Source: an optimization exercise on an open RTL-to-GDS flow (aim: small area, a short achievable clock period and few clock cycles per item). Production flows keep margins and buffers that such runs may drop.
The RTL was checked by simulation tests, not by an equivalence proof against the original design.
Power and IR drop assume default switching activity.

==> design/flow/design.v <==
module rs144_dec (
  input  wire        clk,
  input  wire        rst,
  input  wire        in_valid,
  output wire        in_ready,
  input  wire [7:0]  in_data,
  output wire        out_valid,
  input  wire        out_ready,
  output wire        out_fail,
  output wire [2:0]  out_nerr,
  output wire [31:0] out_pos,
  output wire [31:0] out_val
);
  function automatic [7:0] gf_mul(input [7:0] a, input [7:0] b);
    integer i;
    reg [7:0] p, aa;
    begin
      p  = 8'h00;
      aa = a;
      for (i = 0; i < 8; i = i + 1) begin
        if (b[i]) p = p ^ aa;
        aa = {aa[6:0], 1'b0} ^ (aa[7] ? 8'h1D : 8'h00);
      end
      gf_mul = p;
    end
  endfunction
  function automatic [7:0] to_tower(input [7:0] a);
    begin
      to_tower = ({8{a[0]}} & 8'h01) ^ ({8{a[1]}} & 8'h2b) ^ ({8{a[2]}} & 8'h40) ^
                 ({8{a[3]}} & 8'h21) ^ ({8{a[4]}} & 8'h32) ^ ({8{a[5]}} & 8'hc1) ^
                 ({8{a[6]}} & 8'h48) ^ ({8{a[7]}} & 8'h16);
    end
  endfunction
  function automatic [7:0] from_tower(input [7:0] a);
    begin
      from_tower = ({8{a[0]}} & 8'h01) ^ ({8{a[1]}} & 8'h4e) ^ ({8{a[2]}} & 8'h99) ^
                   ({8{a[3]}} & 8'h44) ^ ({8{a[4]}} & 8'h57) ^ ({8{a[5]}} & 8'h09) ^
                   ({8{a[6]}} & 8'h04) ^ ({8{a[7]}} & 8'h25);
    end
  endfunction
  function automatic [3:0] g16_mul(input [3:0] a, input [3:0] b);
    integer i;
    reg [3:0] p, aa;
    begin
      p  = 4'h0;
      aa = a;
      for (i = 0; i < 4; i = i + 1) begin
        if (b[i]) p = p ^ aa;
        aa = {aa[2:0], 1'b0} ^ (aa[3] ? 4'h3 : 4'h0);
      end
      g16_mul = p;
    end
  endfunction
  function automatic [3:0] g16_inv(input [3:0] a);
    begin
      case (a)
        4'h0: g16_inv = 4'h0;  4'h1: g16_inv = 4'h1;  4'h2: g16_inv = 4'h9;  4'h3: g16_inv = 4'he;
        4'h4: g16_inv = 4'hd;  4'h5: g16_inv = 4'hb;  4'h6: g16_inv = 4'h7;  4'h7: g16_inv = 4'h6;
        4'h8: g16_inv = 4'hf;  4'h9: g16_inv = 4'h2;  4'ha: g16_inv = 4'hc;  4'hb: g16_inv = 4'h5;
        4'hc: g16_inv = 4'ha;  4'hd: g16_inv = 4'h4;  4'he: g16_inv = 4'h3;  4'hf: g16_inv = 4'h8;
      endcase
    end
  endfunction
  function automatic [7:0] tw_mul(input [7:0] a, input [7:0] b);
    reg [3:0] hh, ll, mm;
    begin
      hh = g16_mul(a[7:4], b[7:4]);
      ll = g16_mul(a[3:0], b[3:0]);
      mm = g16_mul(a[7:4] ^ a[3:0], b[7:4] ^ b[3:0]);
      tw_mul = {mm ^ ll, ll ^ g16_mul(hh, 4'hf)};
    end
  endfunction
  function automatic [3:0] tw_norm(input [7:0] b);
    begin
      tw_norm = g16_mul(g16_mul(b[7:4], b[7:4]), 4'hf) ^ g16_mul(b[7:4], b[3:0]) ^
                g16_mul(b[3:0], b[3:0]);
    end
  endfunction
  function automatic [7:0] tw_conj(input [7:0] b);
    begin
      tw_conj = {b[7:4], b[3:0] ^ b[7:4]};
    end
  endfunction
  function automatic [7:0] alpha_pow(input integer j);
    integer i;
    reg [7:0] p;
    begin
      p = 8'h01;
      for (i = 0; i < j; i = i + 1)
        p = {p[6:0], 1'b0} ^ (p[7] ? 8'h1D : 8'h00);
      alpha_pow = p;
    end
  endfunction
  integer i;
  reg        in_rdy;         
  reg  [7:0] acnt;           
  reg        v_r, v_first, v_last;
  reg  [7:0] d_r;
  reg  [7:0] syn [0:7];
  reg  [2:0] bph, bph_nx;    
  localparam [2:0] B_IDLE = 3'd0, B_INIT = 3'd1, B_BM = 3'd2, B_OM = 3'd3,
                   B_DONE = 3'd4, B_HAND = 3'd5;
  wire       acc     = in_valid & in_rdy;
  wire [7:0] acnt_nx = acc ? ((acnt == 8'd143) ? 8'd0 : acnt + 8'd1) : acnt;
  reg  [7:0] syn_nx [0:7];
  always @* begin
    for (i = 0; i < 8; i = i + 1)
      syn_nx[i] = (v_first ? 8'h00 : gf_mul(syn[i], alpha_pow(i))) ^ d_r;
  end
  wire       b_load = v_r & v_last;
  assign in_ready = in_rdy;
  always @(posedge clk) begin
    if (rst) begin
      acnt   <= 8'd0;
      in_rdy <= 1'b1;
      v_r    <= 1'b0;
    end else begin
      acnt   <= acnt_nx;
      in_rdy <= ~((acnt_nx == 8'd143) && (bph_nx != B_IDLE));
      v_r    <= acc;
    end
    d_r     <= in_data;
    v_first <= (acnt == 8'd0);
    v_last  <= (acnt == 8'd143);
    if (v_r)
      for (i = 0; i < 8; i = i + 1)
        syn[i] <= syn_nx[i];
  end
  reg  [7:0] S   [0:7];
  reg  [7:0] lam [0:4];      
  reg  [7:0] E   [0:3];      
  reg  [7:0] gam, d, tmp;
  reg  [3:0] L;
  reg  [2:0] k, k_nx;        
  reg  [3:0] sc, sc_nx;      
  reg        f_dph, f_dmask, f_ub, f_lrot, f_erot;
  wire       f_init   = (bph == B_INIT);
  wire       f_om     = (bph == B_OM);
  wire       f_d0     = (sc == 4'd0);
  wire       f_b0     = (sc == 4'd13);           
  wire       f_l0     = (bph == B_BM) & (sc == 4'd14);
  wire [7:0] s0   = S[2];    
  wire       s0nz = |s0;
  wire [7:0] ma   = f_ub ? E[0] : lam[0];
  wire [7:0] mb   = f_dph ? S[0] : (f_ub ? d : gam);
  wire [7:0] prod = gf_mul(ma, mb);
  wire       cond    = (|d) && ({L, 1'b0} <= {2'b00, k});
  wire [7:0] lam_new = tmp ^ prod;
  wire [7:0] e_push  = f_b0 ? (cond ? lam[1] : 8'h00) : (cond ? lam[0] : E[0]);
  wire       c_commit;       
  wire       c_load_b;       
  always @* begin
    bph_nx = bph;
    k_nx   = k;
    sc_nx  = sc;
    case (bph)
      B_IDLE: if (b_load) bph_nx = B_INIT;
      B_INIT: begin
        bph_nx = B_BM;
        k_nx   = 3'd1;
        sc_nx  = 4'd0;
      end
      B_BM: begin
        if (sc == 4'd14) begin
          sc_nx = 4'd0;
          k_nx  = k + 3'd1;              
          if (k == 3'd7) bph_nx = B_OM;
        end else
          sc_nx = sc + 4'd1;
      end
      B_OM: begin
        if (sc == 4'd6) begin
          sc_nx = 4'd0;
          k_nx  = k + 3'd1;
        end else
          sc_nx = sc + 4'd1;
        if (k == 3'd3 && sc == 4'd5) bph_nx = B_DONE;
      end
      B_DONE: if (c_load_b) bph_nx = B_HAND;
      B_HAND: if (c_commit) bph_nx = B_IDLE;
      default: bph_nx = B_IDLE;
    endcase
  end
  wire bm_nx = (bph_nx == B_BM);
  wire om_nx = (bph_nx == B_OM);
  wire up_nx = bm_nx & (sc_nx >= 4'd6) & (sc_nx <= 4'd13);
  always @(posedge clk) begin
    if (rst)
      bph <= B_IDLE;
    else
      bph <= bph_nx;
    k  <= k_nx;
    sc <= sc_nx;
    f_dph    <= (bm_nx | om_nx) & (sc_nx < 4'd5);
    f_dmask  <= bm_nx | ({1'b0, sc_nx[2:0]} <= {1'b0, k_nx});
    f_ub     <= up_nx & sc_nx[0];
    f_lrot   <= ((bm_nx | om_nx) & (sc_nx < 4'd5)) | (bm_nx & (sc_nx == 4'd5)) | (up_nx & sc_nx[0]);
    f_erot   <= (bm_nx & (sc_nx < 4'd3)) | (up_nx & sc_nx[0]) | (om_nx & (sc_nx == 4'd5));
  end
  always @(posedge clk) begin
    if (b_load) begin
      for (i = 0; i < 8; i = i + 1)
        S[i] <= syn_nx[(10 - i) % 8];
    end else begin
      for (i = 0; i < 7; i = i + 1)
        S[i] <= S[i+1];
      S[7] <= S[0];
    end
    if (f_init) begin
      lam[0] <= 8'h01;
      lam[1] <= s0;
      lam[2] <= 8'h00;
      lam[3] <= 8'h00;
      lam[4] <= 8'h00;
      E[0]   <= s0nz ? 8'h00 : 8'h01;
      E[1]   <= 8'h00;
      E[2]   <= 8'h00;
      E[3]   <= s0nz ? 8'h01 : 8'h00;
      gam    <= s0nz ? s0 : 8'h01;
      L      <= s0nz ? 4'd1 : 4'd0;
    end else begin
      if (f_lrot) begin
        for (i = 0; i < 4; i = i + 1)
          lam[i] <= lam[i+1];
        lam[4] <= f_ub ? lam_new : lam[0];
      end else if (f_l0)
        lam[0] <= prod;
      if (f_erot) begin
        for (i = 0; i < 3; i = i + 1)
          E[i] <= E[i+1];
        E[3] <= f_ub ? e_push : (f_om ? d : E[0]);
      end
      if (f_l0 && cond) begin
        gam <= d;
        L   <= {1'b0, k} + 4'd1 - L;
      end
    end
    if (f_dph) begin
      if (f_d0)
        d <= f_dmask ? prod : 8'h00;
      else if (f_dmask)
        d <= d ^ prod;
    end
    tmp <= prod;               
  end
  reg  [7:0] tl [0:4];
  reg  [7:0] tw [0:3];
  reg        c_run, c_free;
  reg  [7:0] cpos;
  reg        v1, r1, first1, last1;
  reg  [7:0] lo1, ot1;       
  reg        v2, r2, first2, last2;
  reg  [7:0] n2;             
  reg  [3:0] di2;            
  reg        ov_valid, o_fail;
  reg  [2:0] o_nerr, nf;
  reg  [2:0] wL;
  reg        wbig;
  reg  [7:0] pos [0:3];
  reg  [7:0] val [0:3];
  wire       c_abort  = v2 & first2 & ov_valid & ~out_ready;
  assign     c_commit = v2 & first2 & ~c_abort;
  assign     c_load_b = (bph == B_DONE) & c_free;
  wire       c_load   = c_load_b | c_abort;
  wire       c_done;         
  wire       c_run_nx = c_load | (c_run & (cpos != 8'd0) & ~c_done);
  wire [7:0] cpos_nx  = c_load ? 8'd143 : cpos - 8'd1;
  wire [7:0] lam_val = tl[0] ^ tl[1] ^ tl[2] ^ tl[3] ^ tl[4];
  wire [7:0] lam_odd = tl[1] ^ tl[3];
  wire [7:0] om_val  = tw[0] ^ tw[1] ^ tw[2] ^ tw[3];
  always @(posedge clk) begin
    if (c_load) begin
      for (i = 0; i < 5; i = i + 1)
        tl[i] <= lam[i];
      for (i = 0; i < 4; i = i + 1)
        tw[i] <= E[i];
    end else begin
      for (i = 1; i < 5; i = i + 1)
        tl[i] <= gf_mul(tl[i], alpha_pow(255 - i));
      for (i = 1; i < 4; i = i + 1)
        tw[i] <= gf_mul(tw[i], alpha_pow(255 - i));
    end
    cpos <= cpos_nx;
    r1     <= ~|lam_val;
    lo1    <= to_tower(lam_odd);
    ot1    <= to_tower(om_val);
    first1 <= (cpos == 8'd143);
    last1  <= (cpos == 8'd0);
    r2     <= r1;
    n2     <= tw_mul(ot1, tw_conj(lo1));
    di2    <= g16_inv(tw_norm(lo1));
    first2 <= first1;
    last2  <= last1;
  end
  wire [7:0] err_t   = {g16_mul(n2[7:4], di2), g16_mul(n2[3:0], di2)};
  wire [7:0] err_val = from_tower(err_t);
  wire [7:0] pos_w   = (cpos[7:1] == 7'd71) ? {7'd0, cpos[0]} : cpos + 8'd2;
  wire [2:0] wl_cur  = first2 ? L[2:0] : wL;
  wire       big_cur = first2 ? (L > 4'd4) : wbig;
  wire [2:0] nf_cur  = first2 ? 3'd0 : nf;
  wire [1:0] slot    = wl_cur[1:0] - 2'd1 - nf_cur[1:0];
  wire [2:0] nf_fin  = nf_cur + {2'b00, r2};
  wire       wr      = v2 & ~c_abort;
  wire       fin_fail = big_cur | (nf_fin != wl_cur);
  wire       fin     = wr & (last2 | ((big_cur | (nf_fin == wl_cur)) & ~last1));
  assign     c_done  = fin & ~last2;
  reg  [3:0] upd;
  reg  [7:0] pos_t [0:3];
  reg  [7:0] val_t [0:3];
  always @* begin
    for (i = 0; i < 4; i = i + 1) begin
      if (fin & (fin_fail | (i[2:0] >= wl_cur))) begin
        upd[i]   = 1'b1;
        pos_t[i] = 8'h00;
        val_t[i] = 8'h00;
      end else begin
        upd[i]   = wr & r2 & (slot == i[1:0]);
        pos_t[i] = pos_w;
        val_t[i] = err_val;
      end
    end
  end
  always @(posedge clk) begin
    if (rst) begin
      c_run    <= 1'b0;
      c_free   <= 1'b1;
      v1       <= 1'b0;
      v2       <= 1'b0;
      ov_valid <= 1'b0;
    end else begin
      c_run  <= c_run_nx;
      c_free <= ~c_run_nx | (cpos_nx == 8'd0);
      v1     <= c_run & ~c_abort & ~c_done;
      v2     <= v1 & ~c_abort & ~c_done;
      if (ov_valid & out_ready)
        ov_valid <= 1'b0;
      if (fin)
        ov_valid <= 1'b1;
    end
    if (wr) begin
      if (first2) begin
        wL   <= L[2:0];
        wbig <= (L > 4'd4);
      end
      nf   <= nf_fin;
    end
    if (rst) begin
      o_fail <= 1'b0;
      o_nerr <= 3'd0;
      for (i = 0; i < 4; i = i + 1) begin
        pos[i] <= 8'h00;
        val[i] <= 8'h00;
      end
    end else begin
      if (fin) begin
        o_fail <= fin_fail;
        o_nerr <= fin_fail ? 3'd0 : nf_fin;
      end
      for (i = 0; i < 4; i = i + 1) begin
        pos[i] <= pos[i] ^ ({8{upd[i]}} & (pos_t[i] ^ pos[i]));
        val[i] <= val[i] ^ ({8{upd[i]}} & (val_t[i] ^ val[i]));
      end
    end
  end
  assign out_valid = ov_valid;
  assign out_fail  = o_fail;
  assign out_nerr  = o_nerr;
  assign out_pos   = {pos[3], pos[2], pos[1], pos[0]};
  assign out_val   = {val[3], val[2], val[1], val[0]};
endmodule
==> design/flow/flow/run.sh <==
#!/bin/bash
# Standard layout, with timing repair aimed below the design's period.
set -euo pipefail
bash standard.sh SETUP_SLACK_MARGIN=6.8 finish > flow_make.log 2>&1
==> design/flow/standard.sh <==
#!/bin/bash
# synth_recipe.tcl (not shown) runs the flow's synth.tcl, then flattens the netlist and writes it again
# the make line also repeats each setting of config.mk as NAME=value (left out here)
make -C /OpenROAD-flow-scripts/flow DESIGN_CONFIG=/design/flow/config.mk WORK_HOME=/design/flow/orfs CLKGATE_MAP_FILE= SYNTH_SCRIPT=/design/flow/synth_recipe.tcl "${@:-finish}"
==> design/flow/config.mk <==
export PLATFORM = sky130hd
export DESIGN_NAME = rs144_dec
export DESIGN_NICKNAME = rs144_dec
export VERILOG_FILES = /design/flow/design.v
export SDC_FILE = /design/flow/constraint.sdc
export NUM_CORES = 4
export LEC_CHECK = 0
export CAP_MARGIN = 20
export CORE_MARGIN = 2
export CORE_UTILIZATION = 60
export CTS_CLUSTER_DIAMETER = 100
export CTS_CLUSTER_SIZE = 20
export PLACE_DENSITY = 0.7
export SLEW_MARGIN = 20
==> design/flow/constraint.sdc <==
create_clock -name core_clock -period 10.0 [get_ports {clk}]
set_input_delay 2.0000 -clock core_clock [delete_from_list [all_inputs] [get_ports {clk}]]
set_output_delay 2.0000 -clock core_clock [all_outputs]
set_load 0.01 [all_outputs]
==> impl_metrics.tcl, run 1 <==
set metrics [dict create \
    syn_inst 2517 \
    async_reset_ff_share_pct 0 \
    synth_top_area_share_pct 28.54 \
    synth_cell_type_count 69 \
    critical_path_class "reg -> out" \
    status "timing/DRC/antenna clean" \
    antenna_found_initial 1 \
    finalNetCount 2576 \
    instances_no_fill 3051 \
    cp.arrival_ps 1160 \
    p_leak_nw 9.892 \
    syn_area_per_cell_um2 9.086 \
    cp.required_ps 8000 \
    hold_viol 0 \
    cts_made_buffers 26 \
    cts.path.max_buffers 3 \
    drive_above_1_share_pct 8.110 \
    synth-seq-cells 457 \
    fillers 3108 \
    r2r-end "d[0]" \
    portBuffers 81 \
    synth_top_flop_cell "dfxtp_1" \
    coreArea_mm2 0.03758 \
    power.density_mw_per_mm2 342.5 \
    final.setup.tns_ps 0 \
    start_util_pct 60.86 \
    holdWs_ps 336.7 \
    netlist_top_cells_area "dfxtp_1 (29%), edfxtp_1 (17%), xnor2_1 (11%), nand2_1 (9.1%), xor2_1 (6.8%)" \
    antenna_cells 0 \
    synth_most_common_cell "nand2_1" \
    cts_max_level 1 \
    dr_total_vias 16870 \
    clkTransAtPathRegs_ps 90 \
    synth_common_cells "nand2_1 (555), dfxtp_1 (326), xnor2_1 (300)" \
    drt_iter0_markers 1177 \
    grt_pass1_vias 16110 \
    rows 71 \
    syn-num-nets 2569 \
    maxCapViolCount 0 \
    post-route-period-util_pct 31.56 \
    worstPathMaxFanout 2 \
    cp.depth 1 \
    dp.cells 2976 \
    rr_worst_depth 8 \
    preCtsSetupSlack_ps 5444 \
    fp.dieW_um 199.2 \
    fin_ws_ps 6844 \
    cp-start-kind "flip-flop" \
    worstMarginPinSlew_ps 1082 \
    die_area_mm2 0.03969 \
    grt_pass1_wl_mm 85.68 \
    hpwl_mm 36.96 \
    crit_buf_inv 1 \
    grt_util_all_layers_pct 27.19 \
    pin_count 82 \
    cp-end-kind "output port" \
    hold_buffers 0 \
    post_drt_via_cell_ratio 5.529 \
    fmax_ghz 0.3169 \
    hp-class "reg -> reg" \
    fin_util_pct 67.13 \
    synth_area_mm2 0.02287 \
    grt_max_degree 67 \
    yosysTopAreaCell "dfxtp_1" \
    yosysWarningCount 12 \
    drt_pre_antenna_iters 5 \
    drv_slew 0 \
    cp_slowest_stage_delay_ps 350 \
    cts_tree "done" \
    r2r_slack_ps 6900 \
    syn_to_final_growth_pct 10.29 \
    clock-sinks 457 \
    ir_drop_v 0.0003593 \
    wl_per_cell_um 17.69 \
    crit_chain "clkdlybuf4s15_1" \
    seq_area_frac_synth_pct 45.74 \
    drc 0 \
    wirelength_mm 53.96 \
    synth_edf_count 131 \
    root_buffer "clkbuf_16" \
    grt_overflow 0 \
    rsz0062_at_grt "false" \
    insertion_delay_ps 570 \
    rr_startpoint "lam[0][6]" \
    die_h_um 199.2 \
    slowest_stage "dfxtp_1" \
    crit_end "out_pos[18]" \
    clock_skew_ps 24.75 \
    cpLargestDelayFamily "flip-flops" \
    relSlewSlack_pct 27.74 \
    ant_nets 0 \
    min_period_ps 3156 \
    gp_congestion 0.8996 \
    final-setup-viol-count 0 \
]
-- logic make-up (layout without fill, tap and decap cells) --
| family | Yosys count | in the layout | synth area share (%) |
|---|---|---|---|
| compound gates | 272 | 272 | 7.413 |
| xor+xnor | 492 | 492 | 19.67 |
| fa+ha+maj | 40 | 40 | 2.221 |
| buf+inv | 191 | 213 | 3.304 |
| flops | 457 | 457 | 45.74 |
| mux | 76 | 76 | 3.589 |
| simple gates | 989 | 990 | 18.07 |
-- where the power goes --
| group | switching [W] | total [W] | internal, W |
|---|---|---|---|
| clock | 0.000585 | 0.00110 | 0.000510 |
| combinational | 0.00260 | 0.00475 | 0.00215 |
| sequential | 0.000476 | 0.00279 | 0.00232 |
| total | 0.00366 | 0.00864 | 0.00497 |
-- how the worst min path moves through the flow --
stage | start | to | slack [ps] | depth (start not counted)
CTS | first1 | first2 | 340 | 0
global route | first1 | first2 | 350 | 0
floorplan | first1 | first2 | 310 | 0
finish | first1 | first2 | 340 | 0
detailed placement | first1 | first2 | 310 | 0
global placement | first1 | first2 | 310 | 0
-- metrics by stage --
step	power [W]	instance area, um2
after floorplan	0.006353	23110
after global placement	0.007187	24000
after detailed placement	0.007327	24000
after CTS	0.008483	25220
after global routing	0.009210	25220
final	0.008638	25220
-- layer usage --
layer	track usage (%)	routed length, um	up-vias
li1	-	-	8229
met1	37.03	23540	8050
met4	7.076	1426	2
met5	0	13	-
met3	3.038	3116	97
met2	46.21	25860	490
-- cells in the final DEF (no fill, tap or decap), drive strengths merged, types with 13 or more instances in the layout --
master	netlist	layout
and2	17	17
mux2i	63	63
xnor2	300	300
nand2b	50	50
o21ai	83	83
nand3	35	35
nor3	28	28
nor2b	13	13
nor2	250	251
a211oi	21	21
mux2	13	13
inv	48	48
clkdlybuf4s15	0	33
xor2	179	179
buf	25	37
a22oi	40	40
nand2	555	555
dfxtp	326	326
ha	39	39
xnor3	13	13
a31oi	13	13
a21oi	61	61
edfxtp	131	131
clkbuf	118	81
-- final cells by class --
type                       instances  area [um2]  area share (%)
multi-input combinational       1870       12030           47.70
sequential                       457       10500           41.62
timing repair buffer             121        1106           4.385
clock buffer                      44       749.5           2.971
tap                              511       639.4           2.535
inverter                          48       200.2          0.7937
-- timing repair --
action / CTS / global route
gates resized for setup: 155 / 95
cloned: 4 / 0
endpoints found under the hold margin: 0 / 0
setup buffers: 23 / 4
pin swaps: 8 / 1
endpoints found under the setup margin: 233 / 132
Testbench counts, summed over its fixed seeds: cycles 116,685, items 800.
==> run 2: changes to the inputs <==
==> design/flow/flow/run.sh (replaced) <==
#!/bin/bash
# Standard layout, with timing repair aimed below the design's period.
set -euo pipefail
bash standard.sh SETUP_SLACK_MARGIN=6.95 finish > flow_make.log 2>&1
==> run 2 against run 1 <==
Effect of this change:
- combinational power grew 2%
- non-clock buffer count is 32 higher
- utilization increased by 1.6 points
- count of clock-buffer cells in the layout fell by 1
- global-route usage rose by 0.12 points
- clock skew fell by 6.9 ps
- first-iteration DRC count is 1.9% higher
- still clean on timing, DRC and antenna
==> impl_metrics.tcl, run 2 <==
set metrics [dict create \
    status "timing/DRC/antenna clean" \
    rr_startpoint "E[0][7]" \
    slowest_stage "dfxtp_4" \
    holdWs_ps 330.3 \
    layout_common_cells "nand2_1 (551), xnor2_1 (291), dfxtp_1 (244)" \
    antenna_cells 0 \
    relSlewSlack_pct 31.99 \
    hp-class "reg -> reg" \
    insertion_delay_ps 580 \
    grt_max_degree 67 \
    grt_pass1_wl_mm 86.41 \
    syn_area_per_cell_um2 9.086 \
    hold_buffers 0 \
    wl_per_cell_um 17.74 \
    cts_max_level 1 \
    fp.dieW_um 199.2 \
    async_reset_ff_share_pct 0 \
    fmax_ghz 0.3283 \
    post-route-period-util_pct 30.46 \
    root_buffer "clkbuf_16" \
    netlist_top_cells_area "dfxtp_1 (29%), edfxtp_1 (17%), xnor2_1 (11%), nand2_1 (9.1%), xor2_1 (6.8%)" \
    clock_skew_ps 17.86 \
    clkTransAtPathRegs_ps 90 \
    grt_pass1_vias 16440 \
    clock-sinks 457 \
    gp_congestion 0.8769 \
    start_util_pct 60.86 \
    fin_util_pct 68.76 \
    hold_viol 0 \
    syn_inst 2517 \
    r2r-end "d[0]" \
    synth-seq-cells 457 \
    synth_cell_type_count 69 \
    cp.depth 1 \
    synth_area_mm2 0.02287 \
    drv_slew 0 \
    final-setup-viol-count 0 \
    wirelength_mm 54.71 \
    drt_pre_antenna_iters 5 \
    cts.path.max_buffers 3 \
    cts_made_buffers 26 \
    hpwl_mm 37.15 \
    p_leak_nw 10.22 \
    synth_top_flop_cell "dfxtp_1" \
    die_h_um 199.2 \
    crit_chain "buf_6" \
    mostFrequentLayoutCell "nand2_1" \
    cp-end-kind "output port" \
    synth_edf_count 131 \
    critical_path_class "reg -> out" \
    r2r_slack_ps 7030 \
    crit_buf_inv 1 \
    cp_slowest_stage_delay_ps 360 \
    crit_end "out_valid" \
    min_period_ps 3046 \
    ant_nets 0 \
    yosysWarningCount 12 \
    die_area_mm2 0.03969 \
    synth_common_cells "nand2_1 (555), dfxtp_1 (326), xnor2_1 (300)" \
    syn_to_final_growth_pct 12.98 \
    cts_tree "done" \
    cpLargestDelayFamily "flip-flops" \
    cp.arrival_ps 1050 \
    synth_top_area_share_pct 28.54 \
    p_total_w 0.008731 \
    seq_area_frac_synth_pct 45.74 \
    grt_overflow 0 \
    rr_worst_depth 11 \
    ir_drop_v 0.0003253 \
    coreArea_mm2 0.03758 \
    yosysTopAreaCell "dfxtp_1" \
    rsz0062_at_grt "true" \
    rows 71 \
    grt_util_all_layers_pct 27.32 \
    dr_total_vias 17030 \
    antenna_found_initial 0 \
    power.density_mw_per_mm2 337.9 \
    finalNetCount 2608 \
    syn-num-nets 2569 \
    drive_above_1_share_pct 13.41 \
    worstPathMaxFanout 3 \
    worstMarginPinSlew_ps 1019 \
    synth_most_common_cell "nand2_1" \
    portBuffers 81 \
    pin_count 82 \
    final.setup.tns_ps 0 \
    cp.required_ps 8000 \
    drc 0 \
    post_drt_via_cell_ratio 5.524 \
    maxCapViolCount 0 \
    drt_iter0_markers 1199 \
    worstSetupStartpoint "ov_valid" \
    cp-start-kind "flip-flop" \
]
## run 2: kinds of logic after synthesis
| logic type | Yosys count | share of synthesized area, % |
|---|---|---|
| AND/OR/NAND/NOR | 989 | 18.07 |
| XOR/XNOR | 492 | 19.67 |
| flip-flops | 457 | 45.74 |
| AO/OA/AOI/OAI | 272 | 7.413 |
| buffers and inverters | 191 | 3.304 |
| multiplexers | 76 | 3.589 |
| adder cells (fa/ha/maj) | 40 | 2.221 |
## run 2: layout make-up
type	count	area [um2]
clock buffers	43	735.7
clock inverters	1	5.005
fillers	3022	11740
inverters	48	195.2
multi-input cells	1870	12150
flip-flops and latches	457	10590
well taps	511	639.4
repair buffers	153	1531
## run 2: through the flow
| step | instance area, um2 | std cells | worst slack (ps) |
|---|---|---|---|
| after global routing | 25840 | 3083 | 6915 |
| after CTS | 25360 | 3060 | 6910 |
| after global placement | 24000 | 2974 | 5667 |
| after floorplan | 23140 | 2517 | 6716 |
| after detailed placement | 24000 | 2974 | 5594 |
| final | 25840 | 3083 | 6954 |
## run 2: power by group
part           internal (W)  switching, W  total (W)
logic               0.00221       0.00262    0.00483
clock network      0.000504      0.000599    0.00110
registers           0.00232      0.000478    0.00280
## run 2: timing repair
| item | CTS | global route |
|---|---|---|
| endpoints found under the setup margin | 252 | 173 |
| gates cloned | 2 | 0 |
| buffers inserted | 40 | 23 |
| resized for setup | 445 | 59 |
| pin swaps | 14 | 10 |
## run 2: worst min-delay path by stage
| stage | from | end | slack (ps) | depth (start not counted) |
|---|---|---|---|---|
| floorplan | first1 | first2 | 310 | 0 |
| global placement | first1 | first2 | 310 | 0 |
| global route | first1 | first2 | 340 | 0 |
| CTS | first1 | first2 | 330 | 0 |
| detailed placement | first1 | first2 | 320 | 0 |
| finish | first1 | first2 | 330 | 0 |
## run 2: metal layers
metal	GRT usage [%]	share of wire, %	vias to the layer above
met5	0	0	-
met4	7.960	2.6	0
li1	-	-	8286
met2	45.62	48	480
met3	2.970	5.6	88
met1	37.59	44	8178
==> run 3: changes to the inputs <==
--- a/design/flow/config.mk
+++ b/design/flow/config.mk
@@ -8,7 +8,7 @@
 export CAP_MARGIN = 20
 export CORE_MARGIN = 2
 export CORE_UTILIZATION = 60
-export CTS_CLUSTER_DIAMETER = 100
-export CTS_CLUSTER_SIZE = 20
+export CTS_CLUSTER_DIAMETER = 60
+export CTS_CLUSTER_SIZE = 12
 export PLACE_DENSITY = 0.7
 export SLEW_MARGIN = 20
==> run 3 against run 2 <==
Effect of this change:
- worst hold slack got worse by 4.1 ps
- register-to-register slack about the same
- total power increased by 6.2%
- clock power increased by 45%
- global-route usage increased by 0.58 points
- critical path depth unchanged
- fmax increased by 0.80%
- utilization increased by 0.71 points
- cell count increased by 0.52%
- setup slack improved by 24 ps
- count of clock-buffer cells in the layout increased by 27
- sequential power about the same
==> impl_metrics.tcl, run 3 <==
set metrics [dict create \
    crit_buf_inv 1 \
    pin_count 82 \
    die_h_um 199.2 \
    fillers 3007 \
    cp_slowest_stage_delay_ps 360 \
    r2r_slack_ps 7040 \
    root_buffer "clkbuf_16" \
    synth_top_area_share_pct 28.54 \
    finalNetCount 2611 \
    netlist_top_cells_area "dfxtp_1 (29%), edfxtp_1 (17%), xnor2_1 (11%), nand2_1 (9.1%), xor2_1 (6.8%)" \
    pwr-share-clk_pct 17.3 \
    cp-end-kind "output port" \
    synth_top_flop_cell "dfxtp_1" \
    antenna_found_initial 0 \
    rows 71 \
    gp_congestion 0.8769 \
    syn_to_final_growth_pct 14.14 \
    worstPathMaxFanout 2 \
    cp.depth 1 \
    fin_ws_ps 6978 \
    power_frac_seq_pct 30.2 \
    hp-class "reg -> reg" \
    synth_most_common_cell "nand2_1" \
    grt_util_all_layers_pct 27.90 \
    cts_tree "done" \
    power.density_mw_per_mm2 355.3 \
    slowest_stage "dfxtp_2" \
    mostFrequentLayoutCell "nand2_1" \
    hold_depth 0 \
    insertion_delay_ps 570 \
    crit_chain "buf_6" \
    syn_inst 2517 \
    status "timing/DRC/antenna clean" \
    synth_area_mm2 0.02287 \
    cpLargestDelayFamily "flip-flops" \
    intPower_w 0.005451 \
    die_area_mm2 0.03969 \
    portBuffers 81 \
    yosysWarningCount 12 \
    grt_pass1_wl_mm 87.62 \
    post_drt_via_cell_ratio 5.565 \
    hold_viol 0 \
    fin_util_pct 69.47 \
    drt_pre_antenna_iters 5 \
    grt_overflow 0 \
    critical_path_class "reg -> out" \
    fp.dieW_um 199.2 \
    rr_worst_depth 10 \
    hpwl_mm 37.15 \
    synth_edf_count 131 \
    coreArea_mm2 0.03758 \
    clkTransAtPathRegs_ps 60 \
    cp.required_ps 8000 \
    final.setup.tns_ps 0 \
    rsz0062_at_grt "true" \
    clock_skew_ps 16.66 \
    cp-start-kind "flip-flop" \
    dr_total_vias 17250 \
    relSlewSlack_pct 31.37 \
    cp.arrival_ps 1020 \
    p_leak_nw 10.38 \
    min_period_ps 3022 \
    preCtsSetupSlack_ps 5594 \
    worstMarginPinSlew_ps 1028 \
    grt_pass1_vias 16850 \
    drv_slew 0 \
    drive_above_1_share_pct 13.68 \
    hold_buffers 0 \
    hold_end "first2" \
    post-route-period-util_pct 30.22 \
    drc 0 \
    final-setup-viol-count 0 \
    maxCapViolCount 0 \
    p_comb_share_pct 52.5 \
    drt_iter0_markers 1245 \
    cts.path.max_buffers 3 \
    swShare_pct 41.23 \
    grt_max_degree 67 \
    synth_common_cells "nand2_1 (555), dfxtp_1 (326), xnor2_1 (300)" \
    ant_nets 0 \
    rr_startpoint "E[0][7]" \
    cts_max_level 2 \
    r2r-end "lam[4][7]" \
    ir_drop_v 0.0003351 \
    clock-sinks 457 \
    p_switching_w 0.003824 \
    design_area_mm2 0.02610 \
    holdWs_ps 326.1 \
    dpl-instance-area_mm2 0.02400 \
    synth_cell_type_count 69 \
    cts_made_buffers 46 \
    layout_common_cells "nand2_1 (551), xnor2_1 (291), dfxtp_1 (248)" \
    start_util_pct 60.86 \
    seq_area_frac_synth_pct 45.74 \
    antenna_cells 0 \
    yosysTopAreaCell "dfxtp_1" \
    synth-seq-cells 457 \
    syn_area_per_cell_um2 9.086 \
    fmax_ghz 0.3309 \
    async_reset_ff_share_pct 0 \
    wl_per_cell_um 17.84 \
    hp-start "first1" \
    wirelength_mm 55.28 \
    syn-num-nets 2569 \
]
run 3: repair_timing:
item | CTS | global route
setup buffers | 30 | 17
pin swaps | 11 | 13
setup endpoints to repair | 252 | 188
resized for setup | 383 | 83
gates cloned | 1 | 0
run 3: power by group through the flow:
stage / clock network, W / registers (W) / logic [W]
after floorplan: 0 / 0.00254 / 0.00381
after global placement: 0 / 0.00281 / 0.00435
after detailed placement: 0 / 0.00283 / 0.00450
after CTS: 0.00162 / 0.00279 / 0.00465
after global routing: 0.00170 / 0.00284 / 0.00533
final: 0.00160 / 0.00280 / 0.00487
run 3: cells by family after synthesis:
group | count (synthesis) | share of synthesized area (%)
buf+inv | 191 | 3.304
flops | 457 | 45.74
simple gates | 989 | 18.07
compound gates | 272 | 7.413
mux | 76 | 3.589
fa+ha+maj | 40 | 2.221
xor+xnor | 492 | 19.67
run 3: cell type report:
type                    instances  area, um2  share of cell area (%)
clock buffers                  70       1272                   4.875
clock inverters                 7      78.83                  0.3020
inverters                      48      195.2                  0.7477
multi-input cells            1869      12140                   46.50
flip-flops and latches        457      10580                   40.53
well taps                     511      639.4                   2.449
repair buffers                137       1199                   4.592
run 3: worst max path at each step:
stage,start,endpoint,slack (ps)
after CTS,lo1[3],di2[3],6910
after floorplan,out_ready,tl[1][2],6720
after detailed placement,out_ready,c_free,5590
after global routing,lo1[5],di2[3],6940
after global placement,out_ready,c_free,5670
final,flip-flop,out_pos[11],6980
run 3: per-stage QoR:
| step | std cells | total power, W |
|---|---|---|
| floorplan | 2517 | 0.006350 |
| global placement | 2974 | 0.007161 |
| detailed placement | 2974 | 0.007322 |
| CTS | 3082 | 0.009070 |
| global route | 3099 | 0.009872 |
| finish | 3099 | 0.009276 |
run 3: layer usage:
layer	GRT usage (%)	vias up	wire length, um
li1	-	8326	-
met1	37.45	8293	23950
met2	46.20	529	26400
met3	4.338	99	3435
met4	9.232	0	1486
met5	0	-	0
==> run 4: changes to the inputs <==
--- a/design/flow/config.mk
+++ b/design/flow/config.mk
@@ -8,7 +8,7 @@
 export CAP_MARGIN = 20
 export CORE_MARGIN = 2
 export CORE_UTILIZATION = 60
-export CTS_CLUSTER_DIAMETER = 60
-export CTS_CLUSTER_SIZE = 12
+export CTS_CLUSTER_DIAMETER = 80
+export CTS_CLUSTER_SIZE = 16
 export PLACE_DENSITY = 0.7
 export SLEW_MARGIN = 20
==> run 4 against run 3 <==
Effect of this change:
- still clean on timing, DRC and antenna
- non-clock buffer count is 11 higher
- cell area down 0.58%
- count of clock-buffer cells in the layout shrank 15
- critical endpoint unchanged
==> impl_metrics.tcl, run 4 <==
set metrics [dict create \
    grt_overflow 0 \
    insertion_delay_ps 560 \
    finalNetCount 2613 \
    post-route-period-util_pct 30.29 \
    final.setup.tns_ps 0 \
    cp.arrival_ps 1030 \
    dp.cells 2974 \
    cp-end-kind "output port" \
    crit_chain "buf_6" \
    drt_iter0_markers 1165 \
    root_buffer "clkbuf_16" \
    syn_area_per_cell_um2 9.086 \
    dr_wl_met3_mm 3.242 \
    instances_no_fill 3094 \
    synth_top_flop_cell "dfxtp_1" \
    synth-seq-cells 457 \
    drt_pre_antenna_iters 5 \
    rsz0062_at_grt "true" \
    synth_top_area_share_pct 28.54 \
    cp_slowest_stage_delay_ps 360 \
    antenna_cells 0 \
    cp-start-kind "flip-flop" \
    rows 71 \
    relSlewSlack_pct 30.18 \
    cts.path.max_buffers 3 \
    layout_common_cells "nand2_1 (551), xnor2_1 (290), dfxtp_1 (247)" \
    grt_pass1_wl_mm 87.18 \
    cts_made_buffers 35 \
    portBuffers 81 \
    wl_per_cell_um 17.88 \
    mostFrequentLayoutCell "nand2_1" \
    pin_count 82 \
    final-setup-viol-count 0 \
    synth_area_mm2 0.02287 \
    synth_common_cells "nand2_1 (555), dfxtp_1 (326), xnor2_1 (300)" \
    yosysTopAreaCell "dfxtp_1" \
    clock-sinks 457 \
    ant_nets 0 \
    syn_inst 2517 \
    p_total_w 0.009022 \
    status "timing/DRC/antenna clean" \
    maxCapViolCount 0 \
    critical_path_class "reg -> out" \
    min_period_ps 3029 \
    netlist_top_cells_area "dfxtp_1 (29%), edfxtp_1 (17%), xnor2_1 (11%), nand2_1 (9.1%), xor2_1 (6.8%)" \
    start_util_pct 60.86 \
    cts_max_level 2 \
    crit_buf_inv 1 \
    seq_area_frac_synth_pct 45.74 \
    clock_skew_ps 19.36 \
    cts_tree "done" \
    die_area_mm2 0.03969 \
    grt_util_all_layers_pct 27.77 \
    post_drt_via_cell_ratio 5.534 \
    p_leak_nw 10.32 \
    yosysWarningCount 12 \
    syn-num-nets 2569 \
    power.density_mw_per_mm2 347.6 \
    die_h_um 199.2 \
    drive_above_1_share_pct 13.70 \
    synth_cell_type_count 69 \
    synth_edf_count 131 \
    wirelength_mm 55.33 \
    slowest_stage "dfxtp_2" \
    fp.dieW_um 199.2 \
    worstPathMaxFanout 2 \
    grt_pass1_vias 16730 \
    multi_input_area_mm2 0.01218 \
    fin_util_pct 69.06 \
    worstMarginPinSlew_ps 1046 \
    highest_layer "met4" \
    syn_to_final_growth_pct 13.47 \
    async_reset_ff_share_pct 0 \
    coreArea_mm2 0.03758 \
    ff_latch_area_mm2 0.01058 \
    drc 0 \
    fillers 3015 \
    gp_congestion 0.8769 \
    antenna_found_initial 0 \
    grt_max_degree 67 \
    dr_total_vias 17120 \
    hp-class "reg -> reg" \
    wl_met2_mm 26.53 \
    hpwl_mm 37.15 \
    clkTransAtPathRegs_ps 70 \
    ir_drop_v 0.0003289 \
    synth_most_common_cell "nand2_1" \
    drv_slew 0 \
    fmax_ghz 0.3302 \
    cpLargestDelayFamily "flip-flops" \
    cp.required_ps 8000 \
    hold_viol 0 \
    wl_met1_mm 24.30 \
]
-- run 4: cell counts after synthesis --
No cell type changed its count.
-- run 4: power breakdown --
part / total [W] / switching (W) / internal [W]
Combinational: 0.00486 / 0.00265 / 0.00221
Sequential: 0.00280 / 0.000478 / 0.00232
Clock: 0.00136 / 0.000648 / 0.000714
Total: 0.00902 / 0.00377 / 0.00525
-- run 4: what timing repair did --
action	in CTS	in global routing
setup endpoints to repair	253	179
hold endpoints to repair	0	0
setup buffers	39	19
gates resized for setup	407	71
pin swaps	15	11
gates cloned	3	0
hold buffers	0	0
-- run 4: cell type report --
cell class	instances	area share (%)
Clock buffer	55	3.828
Multi-Input combinational cell	1871	46.93
Sequential cell	457	40.77
Inverter	48	0.7521
Tap cell	511	2.464
Clock inverter	4	0.2073
Timing Repair Buffer	148	5.048
-- run 4: per-stage QoR --
step / hold slack [ps] / setup slack (ps) / area (um2)
after global placement: 314.2 / 5667 / 24000
after CTS: 332.2 / 6914 / 25460
final: 327.9 / 6972 / 25950
after global routing: 339.9 / 6911 / 25950
after floorplan: 309.6 / 6716 / 23140
after detailed placement: 318.6 / 5594 / 24000
-- run 4: path summary, 6_finish.rpt --
path,from,to,slack [ps],depth (start not counted)
worst max-delay path,flip-flop,out_pos[11],6970,1
worst min-delay path,first1,first2,330,0
worst max register to register,E[0][7],d[4],7040,9
worst min register to register,first1,first2,330,0
-- run 4: logic make-up after synthesis --
family          Yosys count  share of synthesized area [%]
mux                      76                          3.589
compound gates          272                          7.413
buf+inv                 191                          3.304
flops                   457                          45.74
xor+xnor                492                          19.67
simple gates            989                          18.07
fa+ha+maj                40                          2.221
-- run 4: per-layer routing --
metal	up-vias	track usage, %
met5	-	0
met4	0	8.209
met3	90	3.932
met2	499	46.51
met1	8227	37.45
li1	8305	-
==> run 5: changes to the inputs <==
--- a/design/flow/config.mk
+++ b/design/flow/config.mk
@@ -7,8 +7,8 @@
 export LEC_CHECK = 0
 export CAP_MARGIN = 20
 export CORE_MARGIN = 2
-export CORE_UTILIZATION = 60
+export CORE_UTILIZATION = 65
 export CTS_CLUSTER_DIAMETER = 80
 export CTS_CLUSTER_SIZE = 16
-export PLACE_DENSITY = 0.7
+export PLACE_DENSITY = 0.75
 export SLEW_MARGIN = 20
==> run 5 against run 4 <==
Effect of this change:
- still clean
- via count is 0.70% higher
- combinational power is 1% lower
- setup slack worse by 3.0 ps
- sequential power hardly changed
- utilization is 5.2 points higher
- worst hold slack better by 14 ps
- first-iteration DRC count is 5.6% higher
- die area is 7.5% lower
- critical path type unchanged
- highest routed layer unchanged
==> impl_metrics.tcl, run 5 <==
set metrics [dict create \
    p_switching_w 0.003750 \
    final.setup.tns_ps 0 \
    syn_to_final_growth_pct 12.48 \
    drt_iter0_markers 1230 \
    fp.dieW_um 191.6 \
    finalNetCount 2609 \
    yosysWarningCount 12 \
    relSlewSlack_pct 31.14 \
    grt_util_all_layers_pct 29.30 \
    dr_total_vias 17240 \
    syn-num-nets 2569 \
    min_period_ps 3032 \
    cts.path.max_buffers 3 \
    synth_most_common_cell "nand2_1" \
    hp-start "r1" \
    synth_edf_count 131 \
    cp-end-kind "output port" \
    drv_slew 0 \
    maxCapViolCount 0 \
    slowest_stage "dfxtp_2" \
    status "timing/DRC/antenna clean" \
    power.density_mw_per_mm2 346.6 \
    synth_common_cells "nand2_1 (555), dfxtp_1 (326), xnor2_1 (300)" \
    portBuffers 81 \
    post_drt_via_cell_ratio 5.682 \
    synth_area_mm2 0.02287 \
    pwr-share-clk_pct 14.8 \
    dp.cells 2921 \
    die_area_mm2 0.03670 \
    die_h_um 191.6 \
    intPower_w 0.005167 \
    cp-start-kind "flip-flop" \
    cp.arrival_ps 1030 \
    netlist_top_cells_area "dfxtp_1 (29%), edfxtp_1 (17%), xnor2_1 (11%), nand2_1 (9.1%), xor2_1 (6.8%)" \
    clock_skew_ps 22.66 \
    hold_viol 0 \
    r2r_slack_ps 7080 \
    antenna_cells 0 \
    syn_inst 2517 \
    gp_congestion 0.9047 \
    cpLargestDelayFamily "flip-flops" \
    cp_slowest_stage_delay_ps 360 \
    drt_pre_antenna_iters 6 \
    crit_buf_inv 1 \
    cp.required_ps 8000 \
    ant_nets 0 \
    rr_startpoint "E[0][5]" \
    hp-class "reg -> reg" \
    cts_made_buffers 34 \
    synth_top_area_share_pct 28.54 \
    final-setup-viol-count 0 \
    grt_pass1_wl_mm 85.89 \
    cts_max_level 2 \
    syn_area_per_cell_um2 9.086 \
    layout_common_cells "nand2_1 (551), xnor2_1 (290), dfxtp_1 (256)" \
    seq_area_frac_synth_pct 45.74 \
    grt_overflow 0 \
    worstMarginPinSlew_ps 1026 \
    swShare_pct 42.05 \
    drive_above_1_share_pct 13.69 \
    grt_pass1_vias 16320 \
    power_frac_seq_pct 31.4 \
    rows 68 \
    mostFrequentLayoutCell "nand2_1" \
    r2r-end "lam[4][5]" \
    p_leak_nw 10.30 \
    synth_cell_type_count 69 \
    crit_chain "buf_2" \
    pin_count 82 \
    clock-sinks 457 \
    coreArea_mm2 0.03463 \
    synth_top_flop_cell "dfxtp_1" \
    hold_end "r2" \
    drc 0 \
    post-route-period-util_pct 30.32 \
    root_buffer "clkbuf_16" \
    insertion_delay_ps 530 \
    p_comb_share_pct 53.8 \
    wl_per_cell_um 18.02 \
    start_util_pct 66.05 \
    async_reset_ff_share_pct 0 \
    instances_no_fill 3034 \
    rr_worst_depth 9 \
    wirelength_mm 54.66 \
    critical_path_class "reg -> out" \
    cts_tree "done" \
    ir_drop_v 0.0007559 \
    worstPathMaxFanout 2 \
    hpwl_mm 36.30 \
    hold_depth 0 \
    yosysTopAreaCell "dfxtp_1" \
    synth-seq-cells 457 \
    antenna_found_initial 0 \
    rsz0062_at_grt "true" \
    grt_max_degree 67 \
    clkTransAtPathRegs_ps 70 \
    fmax_ghz 0.3299 \
]
run 5: cell counts after synthesis:
Identical to the previous run, type by type.
run 5: final cells by class:
type	instances	area (um2)
fillers	2535	8902
flip-flops and latches	457	10570
inverters	48	190.2
clock buffers	55	960.9
well taps	455	569.3
repair buffers	146	1131
multi-input cells	1870	12240
clock inverters	3	62.56
run 5: timing repair:
action / 4_1_cts / 5_1_grt
hold buffers: 0 / 0
pin swaps: 10 / 10
gates cloned: 3 / 1
setup endpoints to repair: 251 / 97
buffers inserted: 30 / 21
gates resized for setup: 391 / 53
run 5: logic make-up after synthesis:
kind of cell    Yosys count  share of synthesized area (%)
fa+ha+maj                40                          2.221
xor+xnor                492                          19.67
flops                   457                          45.74
buf+inv                 191                          3.304
mux                      76                          3.589
simple gates            989                          18.07
compound gates          272                          7.413
run 5: how the worst max path moves through the flow:
stage,cells after the start,to,slack [ps],start
2_1_floorplan,7,tl[1][2],6720,out_ready
3_3_place_gp,8,c_free,5650,out_ready
3_5_place_dp,8,c_free,5510,out_ready
4_1_cts,9,d[0],6950,f_ub
5_1_grt,9,lam[4][5],6920,lam[0][2]
6_report,1,out_pos[11],6970,flip-flop
run 5: metrics by stage:
stage / util, % / hold slack (ps) / power, W / setup slack [ps] / area (um2)
2_1_floorplan: - / 309.6 / 0.006350 / 6716 / 23140
5_1_grt: 74.29 / 352.7 / 0.009509 / 6919 / 25730
3_5_place_dp: 69.16 / 323.3 / 0.007293 / 5506 / 23950
6_report: 74.29 / 341.5 / 0.008917 / 6968 / 25730
3_3_place_gp: 69.16 / 315.3 / 0.007147 / 5653 / 23950
4_1_cts: 73.03 / 343.5 / 0.008756 / 6955 / 25290
run 5: routing by layer:
metal,track usage [%],part of all wire [%],vias up
met2,48.97,48,628
met1,39.88,43,8198
met3,3.435,6.7,100
li1,-,-,8314
met4,9.290,2.7,0
met5,0,0,-
run 5: power groups by stage:
stage                     combinational (W)  clock (W)  sequential (W)
after global placement              0.00434          0         0.00281
after global routing                0.00525    0.00141         0.00285
after floorplan                     0.00381          0         0.00254
after detailed placement            0.00447          0         0.00283
final                               0.00479    0.00132         0.00280
after CTS                           0.00462    0.00134         0.00279
==> run 6: changes to the inputs <==
==> design/flow/flow/run.sh (replaced) <==
#!/bin/bash
# Standard layout, with timing repair aimed below the design's period.
set -euo pipefail
bash standard.sh SETUP_SLACK_MARGIN=6.9 finish > flow_make.log 2>&1
--- a/design/flow/config.mk
+++ b/design/flow/config.mk
@@ -7,8 +7,8 @@
 export LEC_CHECK = 0
 export CAP_MARGIN = 20
 export CORE_MARGIN = 2
-export CORE_UTILIZATION = 65
+export CORE_UTILIZATION = 60
 export CTS_CLUSTER_DIAMETER = 80
 export CTS_CLUSTER_SIZE = 16
-export PLACE_DENSITY = 0.75
+export PLACE_DENSITY = 0.7
 export SLEW_MARGIN = 20
==> run 6 against run 5 <==
Effect of this change:
- die area increased by 8.2%
- combinational power decreased by 2%
- routed wire length decreased by 0.47%
- fmax decreased by 0.48%
- cell area decreased by 1.1%
- via count decreased by 1.6%
- cell count increased by 1.4%
- sequential power about the same
- largest power group unchanged
==> impl_metrics.tcl, run 6 <==
set metrics [dict create \
    grt_overflow 0 \
    crit_buf_inv 1 \
    die_h_um 199.2 \
    rsz0062_at_grt "false" \
    synth-seq-cells 457 \
    grt_max_degree 67 \
    worstMarginPinSlew_ps 1075 \
    grt_pass1_wl_mm 85.93 \
    p_leak_nw 10.14 \
    ant_nets 0 \
    cp_slowest_stage_delay_ps 350 \
    hp-class "reg -> reg" \
    drv_slew 0 \
    syn_inst 2517 \
    synth_top_area_share_pct 28.54 \
    fp.dieW_um 199.2 \
    synth_area_mm2 0.02287 \
    cp-end-kind "output port" \
    drt_pre_antenna_iters 5 \
    status "timing/DRC/antenna clean" \
    hold_buffers 0 \
    yosysWarningCount 12 \
    layout_common_cells "nand2_1 (551), xnor2_1 (295), dfxtp_1 (260)" \
    final.setup.tns_ps 0 \
    syn_area_per_cell_um2 9.086 \
    final-setup-viol-count 0 \
    rows 71 \
    hold_depth 0 \
    start_util_pct 60.86 \
    drive_above_1_share_pct 12.20 \
    mostFrequentLayoutCell "nand2_1" \
    ir_drop_v 0.0003160 \
    synth_cell_type_count 69 \
    synth_top_flop_cell "dfxtp_1" \
    cts.path.max_buffers 3 \
    worstPathMaxFanout 2 \
    hold_viol 0 \
    finalNetCount 2595 \
    synth_common_cells "nand2_1 (555), dfxtp_1 (326), xnor2_1 (300)" \
    min_period_ps 3046 \
    crit_chain "buf_2" \
    insertion_delay_ps 570 \
    async_reset_ff_share_pct 0 \
    wl_per_cell_um 17.69 \
    netlist_top_cells_area "dfxtp_1 (29%), edfxtp_1 (17%), xnor2_1 (11%), nand2_1 (9.1%), xor2_1 (6.8%)" \
    drt_iter0_markers 1017 \
    fmax_ghz 0.3283 \
    cp-start-kind "flip-flop" \
    yosysTopAreaCell "dfxtp_1" \
    critical_path_class "reg -> out" \
    root_buffer "clkbuf_16" \
    die_area_mm2 0.03969 \
    wirelength_mm 54.40 \
    syn-num-nets 2569 \
    antenna_cells 0 \
    post_drt_via_cell_ratio 5.513 \
    dr_total_vias 16960 \
    drc 0 \
    relSlewSlack_pct 28.21 \
    synth_most_common_cell "nand2_1" \
    cts_tree "done" \
    grt_util_all_layers_pct 27.40 \
    clkTransAtPathRegs_ps 70 \
    cp.depth 1 \
    antenna_found_initial 0 \
    fillers 3057 \
    synth_edf_count 131 \
    portBuffers 81 \
    syn_to_final_growth_pct 11.30 \
    cp.arrival_ps 1050 \
    cts_max_level 2 \
    slowest_stage "dfxtp_2" \
    holdWs_ps 333.8 \
    maxCapViolCount 0 \
    gp_congestion 0.8844 \
    clock_skew_ps 30.28 \
    cts_made_buffers 34 \
    cp.required_ps 8000 \
    grt_pass1_vias 16210 \
    power.density_mw_per_mm2 345.6 \
    seq_area_frac_synth_pct 45.74 \
    post-route-period-util_pct 30.46 \
    cpLargestDelayFamily "flip-flops" \
    r2r_slack_ps 7040 \
    hpwl_mm 36.70 \
    rr_worst_depth 9 \
    clock-sinks 457 \
    pin_count 82 \
    coreArea_mm2 0.03758 \
]
run 6: cell counts after synthesis:
Identical to the previous run, type by type.
run 6: cell families after synthesis:
logic type | share of synthesized area [%]
simple gates | 18.07
compound gates | 7.413
fa+ha+maj | 2.221
mux | 3.589
buf+inv | 3.304
flops | 45.74
xor+xnor | 19.67
run 6: final cells by class:
class                   count  area [um2]  share of cell area [%]
multi-input cells        1869       12080                   47.45
flip-flops and latches    457       10560                   41.48
repair buffers            133       996.0                   3.913
clock buffers              55       950.9                   3.736
well taps                 511       639.4                   2.512
inverters                  48       190.2                  0.7471
clock inverters             3       41.29                  0.1622
run 6: power by group:
part           switching, W  internal, W  total, W
combinational       0.00254      0.00215   0.00468
sequential         0.000484      0.00232   0.00280
clock              0.000651     0.000659   0.00131
total               0.00367      0.00513   0.00880
run 6: what timing repair did:
action | CTS | global route
endpoints found under the setup margin | 245 | 77
cloned | 2 | 0
setup buffers | 29 | 12
resized for setup | 378 | 32
pin swaps | 12 | 8
run 6: per-stage QoR:
stage	total power, W	instance area (um2)	instances	utilization, %	setup WS [ps]
detailed placement	0.007297	24010	2975	63.89	5527
global placement	0.007162	24000	2975	63.88	5650
finish	0.008797	25450	3076	67.74	6954
global route	0.009390	25450	3076	67.74	6914
CTS	0.008709	25250	3064	67.18	6899
floorplan	0.006352	23140	2517	-	6715
run 6: final timing paths:
path / to / from
worst max-delay path: out_pos[11] / flip-flop
worst min-delay path: first2 / first1
worst max register to register: lam[4][5] / E[0][2]
worst min register to register: first2 / first1
run 6: routing by layer:
| layer | routed length, um | global-route usage (%) |
|---|---|---|
| met3 | 3042 | 3.291 |
| met2 | 25660 | 45.05 |
| met5 | 0 | 0 |
| met1 | 24130 | 37.49 |
| met4 | 1568 | 9.563 |
==> run 7: changes to the inputs <==
--- a/design/flow/config.mk
+++ b/design/flow/config.mk
@@ -10,5 +10,6 @@
 export CORE_UTILIZATION = 60
 export CTS_CLUSTER_DIAMETER = 80
 export CTS_CLUSTER_SIZE = 16
+export GPL_TIMING_DRIVEN = 0
 export PLACE_DENSITY = 0.7
 export SLEW_MARGIN = 20
==> run 7 against run 6 <==
Effect of this change:
- still clean
- die area is the same
- global-route usage grew 1.7 points
- utilization grew 1.2 points
- sequential share of layout area shrank 0.85 points
- synthesized cell count is the same
- cell area grew 1.8%
- cell count grew 3.9%
- count of clock-buffer cells in the layout shrank 3
- clock skew shrank 4.6 ps
- fmax shrank 0.38%
- critical endpoint is now out_valid
- largest cell class unchanged
==> impl_metrics.tcl, run 7 <==
set metrics [dict create \
    pwr-share-clk_pct 15.0 \
    hp-class "reg -> reg" \
    clock_skew_ps 25.65 \
    synth-seq-cells 457 \
    power_frac_seq_pct 29.2 \
    maxCapViolCount 0 \
    cp.required_ps 8000 \
    cp.arrival_ps 1060 \
    crit_chain "buf_2" \
    cts_max_level 2 \
    cp-start-kind "flip-flop" \
    clock-sinks 457 \
    cpLargestDelayFamily "flip-flops" \
    fin_util_pct 68.97 \
    async_reset_ff_share_pct 0 \
    clkTransAtPathRegs_ps 70 \
    cp-end-kind "output port" \
    synth_most_common_cell "nand2_1" \
    synth_cell_type_count 69 \
    grt_overflow 0 \
    finalNetCount 2715 \
    min_period_ps 3058 \
    met2_usage_pct 48.28 \
    coreArea_mm2 0.03758 \
    wl_per_cell_um 18.08 \
    post_drt_via_cell_ratio 5.489 \
    rows 71 \
    wirelength_mm 57.77 \
    post-route-period-util_pct 30.58 \
    grt_pass1_wl_mm 90.02 \
    drive_above_1_share_pct 11.63 \
    cts.path.max_buffers 3 \
    p_leak_nw 10.33 \
    dp.cells 3110 \
    intPower_w 0.005171 \
    die_area_mm2 0.03969 \
    critical_path_class "reg -> out" \
    p_switching_w 0.003735 \
    portBuffers 81 \
    synth_area_mm2 0.02287 \
    layout_common_cells "nand2_1 (552), xnor2_1 (292), dfxtp_1 (277)" \
    ir_drop_v 0.0004751 \
    grt_max_degree 40 \
    instances_no_fill 3195 \
    synth_common_cells "nand2_1 (555), dfxtp_1 (326), xnor2_1 (300)" \
    netlist_top_cells_area "dfxtp_1 (29%), edfxtp_1 (17%), xnor2_1 (11%), nand2_1 (9.1%), xor2_1 (6.8%)" \
    crit_buf_inv 1 \
    worstMarginPinSlew_ps 922.4 \
    use_met3_pct 4.608 \
    syn-num-nets 2569 \
    final-setup-viol-count 0 \
    dr_total_vias 17540 \
    synth_top_flop_cell "dfxtp_1" \
    grt_pass1_vias 16740 \
    pin_count 82 \
    top_usage_layer "met2" \
    slowest_stage "dfxtp_4" \
    syn_inst 2517 \
    fp.dieW_um 199.2 \
    drt_iter0_markers 1402 \
    drv_slew 0 \
    relSlewSlack_pct 38.51 \
    final.setup.tns_ps 0 \
    synth_top_area_share_pct 28.54 \
    p_comb_share_pct 55.8 \
    drc 0 \
    hold_buffers 0 \
    power.density_mw_per_mm2 343.7 \
    mostFrequentLayoutCell "nand2_1" \
    gr-usage-met1_pct 39.39 \
    die_h_um 199.2 \
    ant_nets 0 \
    grt_util_all_layers_pct 29.09 \
    hold_viol 0 \
    synth_edf_count 131 \
    gp_congestion 0.9354 \
    worstPathMaxFanout 2 \
    insertion_delay_ps 570 \
    seq_area_frac_synth_pct 45.74 \
    cts_made_buffers 35 \
    syn_to_final_growth_pct 13.32 \
    rsz0062_at_grt "true" \
    cts_tree "done" \
    start_util_pct 60.86 \
    fmax_ghz 0.3270 \
    hpwl_mm 41.86 \
    syn_area_per_cell_um2 9.086 \
    root_buffer "clkbuf_16" \
    swShare_pct 41.94 \
    yosysWarningCount 12 \
    antenna_found_initial 1 \
    status "timing/DRC/antenna clean" \
    drt_pre_antenna_iters 6 \
    yosysTopAreaCell "dfxtp_1" \
    cp_slowest_stage_delay_ps 360 \
]
## run 7: stage by stage
stage | cell area [um2] | total power, W | hold WS, ps | setup slack [ps]
after floorplan | 23140 | 0.006352 | 309.6 | 6715
after global placement | 24590 | 0.007226 | 315.0 | 5426
after detailed placement | 24620 | 0.007358 | 322.5 | 5386
after CTS | 25660 | 0.008748 | 332.7 | 6895
after global routing | 25910 | 0.009485 | 333.7 | 6871
final | 25920 | 0.008907 | 330.3 | 6942
## run 7: per-layer routing
metal  part of all wire, %  vias to the layer above  wire length (um)
met5                     0                        -                 0
met4                   2.5                        0              1453
li1                      -                     8522                 -
met3                   6.4                      101              3714
met1                    44                     8381             25420
met2                    47                      533             27190
## run 7: worst paths after layout
kind / cells after the start / endpoint / slack, ps / start
worst max-delay path: 1 / out_valid / 6940 / ov_valid
worst min-delay path: 0 / r2 / 330 / r1
worst max register to register: 9 / lam[4][5] / 7000 / lam[0][4]
worst min register to register: 0 / r2 / 330 / r1
## run 7: cells by family after synthesis
logic type,share of synthesized area [%]
XOR/XNOR,19.67
AND/OR/NAND/NOR,18.07
multiplexers,3.589
buffers and inverters,3.304
adder cells (fa/ha/maj),2.221
AO/OA/AOI/OAI,7.413
flip-flops,45.74
## run 7: power by group through the flow
stage               Sequential, W  Clock [W]  Combinational, W
floorplan                 0.00254          0           0.00381
global placement          0.00263          0           0.00460
detailed placement        0.00263          0           0.00473
CTS                       0.00259    0.00136           0.00480
global route              0.00263    0.00142           0.00544
finish                    0.00260    0.00134           0.00497
## run 7: what timing repair did
action                     4_1_cts  5_1_grt
setup buffers                   15       11
setup endpoints to repair      251       68
cloned                           0        1
pin swaps                        8        9
resized for setup              372       51
## run 7: cell type report
class | count | area, um2
multi-input cells | 1869 | 12110
clock buffers | 52 | 960.9
inverters | 48 | 185.2
well taps | 511 | 639.4
flip-flops and latches | 457 | 10530
fillers | 3048 | 11660
clock inverters | 5 | 52.55
plain buffers | 143 | 732.0
diodes | 1 | 2.502
repair buffers | 109 | 704.4
==> run 8: changes to the inputs <==
--- a/design/flow/config.mk
+++ b/design/flow/config.mk
@@ -10,6 +10,6 @@
 export CORE_UTILIZATION = 60
 export CTS_CLUSTER_DIAMETER = 80
 export CTS_CLUSTER_SIZE = 16
-export GPL_TIMING_DRIVEN = 0
+export GPL_ROUTABILITY_DRIVEN = 0
 export PLACE_DENSITY = 0.7
 export SLEW_MARGIN = 20
==> run 8 against run 7 <==
Effect of this change:
- critical path depth is the same
- first-iteration DRC count shrank 27%
- cell area shrank 1.8%
- cell count shrank 3.7%
- fmax grew 0.38%
- sequential share of layout area grew 0.85 points
==> impl_metrics.tcl, run 8 <==
set metrics [dict create \
    ir_drop_v 0.0003160 \
    cp-end-kind "output port" \
    rsz0062_at_grt "false" \
    syn-num-nets 2569 \
    syn_inst 2517 \
    worstMarginPinSlew_ps 1075 \
    swShare_pct 41.74 \
    wl_per_cell_um 17.69 \
    crit_chain "buf_2" \
    dr_total_vias 16960 \
    hpwl_mm 36.70 \
    fp.dieW_um 199.2 \
    p_comb_share_pct 53.2 \
    seq_area_frac_synth_pct 45.74 \
    synth_adder_area_share_pct 2.221 \
    cts_tree "done" \
    synth-simple-area-share_pct 18.07 \
    grt_overflow 0 \
    final.setup.tns_ps 0 \
    cts_made_buffers 34 \
    drt_pre_antenna_iters 5 \
    slowest_stage "dfxtp_2" \
    r2r-end "lam[4][5]" \
    cp.required_ps 8000 \
    fin_ws_ps 6954 \
    pwr-share-clk_pct 14.9 \
    post_drt_via_cell_ratio 5.513 \
    syn_area_per_cell_um2 9.086 \
    clkTransAtPathRegs_ps 70 \
    finalNetCount 2595 \
    pin_count 82 \
    min_period_ps 3046 \
    die_area_mm2 0.03969 \
    fmax_ghz 0.3283 \
    synth_edf_count 131 \
    post-route-period-util_pct 30.46 \
    maxCapViolCount 0 \
    rr_startpoint "E[0][2]" \
    cp.arrival_ps 1050 \
    crit_buf_inv 1 \
    drive_above_1_share_pct 12.20 \
    drt_iter0_markers 1017 \
    cts.path.max_buffers 3 \
    power_frac_seq_pct 31.9 \
    p_leak_nw 10.14 \
    async_reset_ff_share_pct 0 \
    p_switching_w 0.003672 \
    status "timing/DRC/antenna clean" \
    start_util_pct 60.86 \
    synth-seq-cells 457 \
    r2r_slack_ps 7040 \
    root_buffer "clkbuf_16" \
    intPower_w 0.005125 \
    die_h_um 199.2 \
    coreArea_mm2 0.03758 \
    critical_path_class "reg -> out" \
    synth_top_family_by_area "XOR/XNOR gates" \
    syn_to_final_growth_pct 11.30 \
    grt_pass1_vias 16210 \
    grt_max_degree 67 \
    fin_util_pct 67.74 \
    insertion_delay_ps 570 \
    grt_util_all_layers_pct 27.40 \
    rows 71 \
    power.density_mw_per_mm2 345.6 \
    cts_max_level 2 \
    worstPathMaxFanout 2 \
    synth_common_cells "nand2_1 (555), dfxtp_1 (326), xnor2_1 (300)" \
    drv_slew 0 \
    fillers 3057 \
    antenna_found_initial 0 \
    portBuffers 81 \
    cpLargestDelayFamily "flip-flops" \
    drc 0 \
    antenna_cells 0 \
    yosysTopAreaCell "dfxtp_1" \
    synth_area_mm2 0.02287 \
    wirelength_mm 54.40 \
    rr_worst_depth 9 \
    clock_skew_ps 30.28 \
    synth_compound_area_share_pct 7.413 \
    relSlewSlack_pct 28.21 \
    synth_top_area_share_pct 28.54 \
    cp-start-kind "flip-flop" \
    crit_end "out_pos[11]" \
    netlist_top_cells_area "dfxtp_1 (29%), edfxtp_1 (17%), xnor2_1 (11%), nand2_1 (9.1%), xor2_1 (6.8%)" \
    mostFrequentLayoutCell "nand2_1" \
    hold_viol 0 \
    synth-xor-area-share_pct 19.67 \
    ant_nets 0 \
    synth_top_flop_cell "dfxtp_1" \
    synth_cell_type_count 69 \
    final-setup-viol-count 0 \
    clock-sinks 457 \
    grt_pass1_wl_mm 85.93 \
    yosysWarningCount 12 \
    hp-class "reg -> reg" \
    synth.area.mux_share_pct 3.589 \
    layout_common_cells "nand2_1 (551), xnor2_1 (295), dfxtp_1 (260)" \
    cp_slowest_stage_delay_ps 350 \
    synth_most_common_cell "nand2_1" \
    cp.depth 1 \
    preCtsSetupSlack_ps 5527 \
]
run 8: final cells by class:
class | count | area (um2) | area share (%)
Clock buffer | 55 | 950.9 | 3.736
Tap cell | 511 | 639.4 | 2.512
Multi-Input combinational cell | 1869 | 12080 | 47.45
Clock inverter | 3 | 41.29 | 0.1622
Timing Repair Buffer | 133 | 996.0 | 3.913
Inverter | 48 | 190.2 | 0.7471
Sequential cell | 457 | 10560 | 41.48
run 8: power groups by stage:
stage | combinational, W | sequential (W) | clock, W
after floorplan | 0.00381 | 0.00254 | 0
after global placement | 0.00435 | 0.00282 | 0
after detailed placement | 0.00447 | 0.00283 | 0
after CTS | 0.00458 | 0.00279 | 0.00133
after global routing | 0.00514 | 0.00285 | 0.00140
final | 0.00468 | 0.00280 | 0.00131
run 8: logic make-up (layout without fill, tap and decap cells):
logic type	after synthesis	count (layout)
AOI/OAI and AO/OA	272	272
xor gates and xnor gates	492	492
adders and majority gates	40	40
buffers and inverters	191	239
DFF	457	457
muxes	76	76
and+or+nand+nor	989	989
run 8: worst min path at each step:
stage	start	end	slack, ps	depth (start not counted)
after global routing	first1	first2	350	0
after floorplan	first1	first2	310	0
after CTS	first1	first2	340	0
after global placement	first1	first2	320	0
final	first1	first2	330	0
after detailed placement	first1	first2	310	0
run 8: what timing repair did:
action,CTS,global route
cloned,2,0
endpoints found under the setup margin,245,77
hold buffers,0,0
gates resized for setup,378,32
setup buffers,29,12
pin swaps,12,8
run 8: metrics by stage:
| stage | instances | total power, W | hold WS, ps | instance area [um2] |
|---|---|---|---|---|
| final | 3076 | 0.008797 | 333.8 | 25450 |
| after global routing | 3076 | 0.009390 | 349.4 | 25450 |
| after CTS | 3064 | 0.008709 | 336.8 | 25250 |
| after detailed placement | 2975 | 0.007297 | 313.2 | 24010 |
| after global placement | 2975 | 0.007162 | 315.8 | 24000 |
| after floorplan | 2517 | 0.006352 | 309.6 | 23140 |
run 8: routing by layer:
| layer | GRT usage, % | part of all wire, % | vias to the layer above |
|---|---|---|---|
| met1 | 37.49 | 44 | 8123 |
| met3 | 3.291 | 5.6 | 106 |
| met4 | 9.563 | 2.9 | 0 |
| li1 | - | - | 8271 |
| met5 | 0 | 0 | - |
| met2 | 45.05 | 47 | 458 |

port drivers added, routing unchanged:
How much do the figures lean on ideal ports? The routed layouts below were timed once more, with nothing changed but the port constraints. Step 1: set_driving_cell puts a clkbuf_16 on clk and a buf_2 on each other input, an assumption about the parent block. Step 2, shift: input delay + t, output delay - t, t = (earliest + latest rising clock arrival at the registers) / 2. This alone moves slack from input paths to output paths. Three values: no drivers, after step 1, after step 2; two values: the first two.
run	t, ns	setup slack, ns
run 1	0.614	6.844 / 6.790 / 6.303
run 2	0.623	6.954 / 6.899 / 6.384
run 3	0.615	6.978 / 6.923 / 6.400
run 4	0.601	6.971 / 6.918 / 6.451
run 5	0.581	6.968 / 6.912 / 6.459
run 6	0.605	6.954 / 6.899 / 6.515
run 7	0.613	6.942 / 6.888 / 6.415
run 8	0.605	6.954 / 6.899 / 6.515
After both steps every run listed still meets setup and hold.
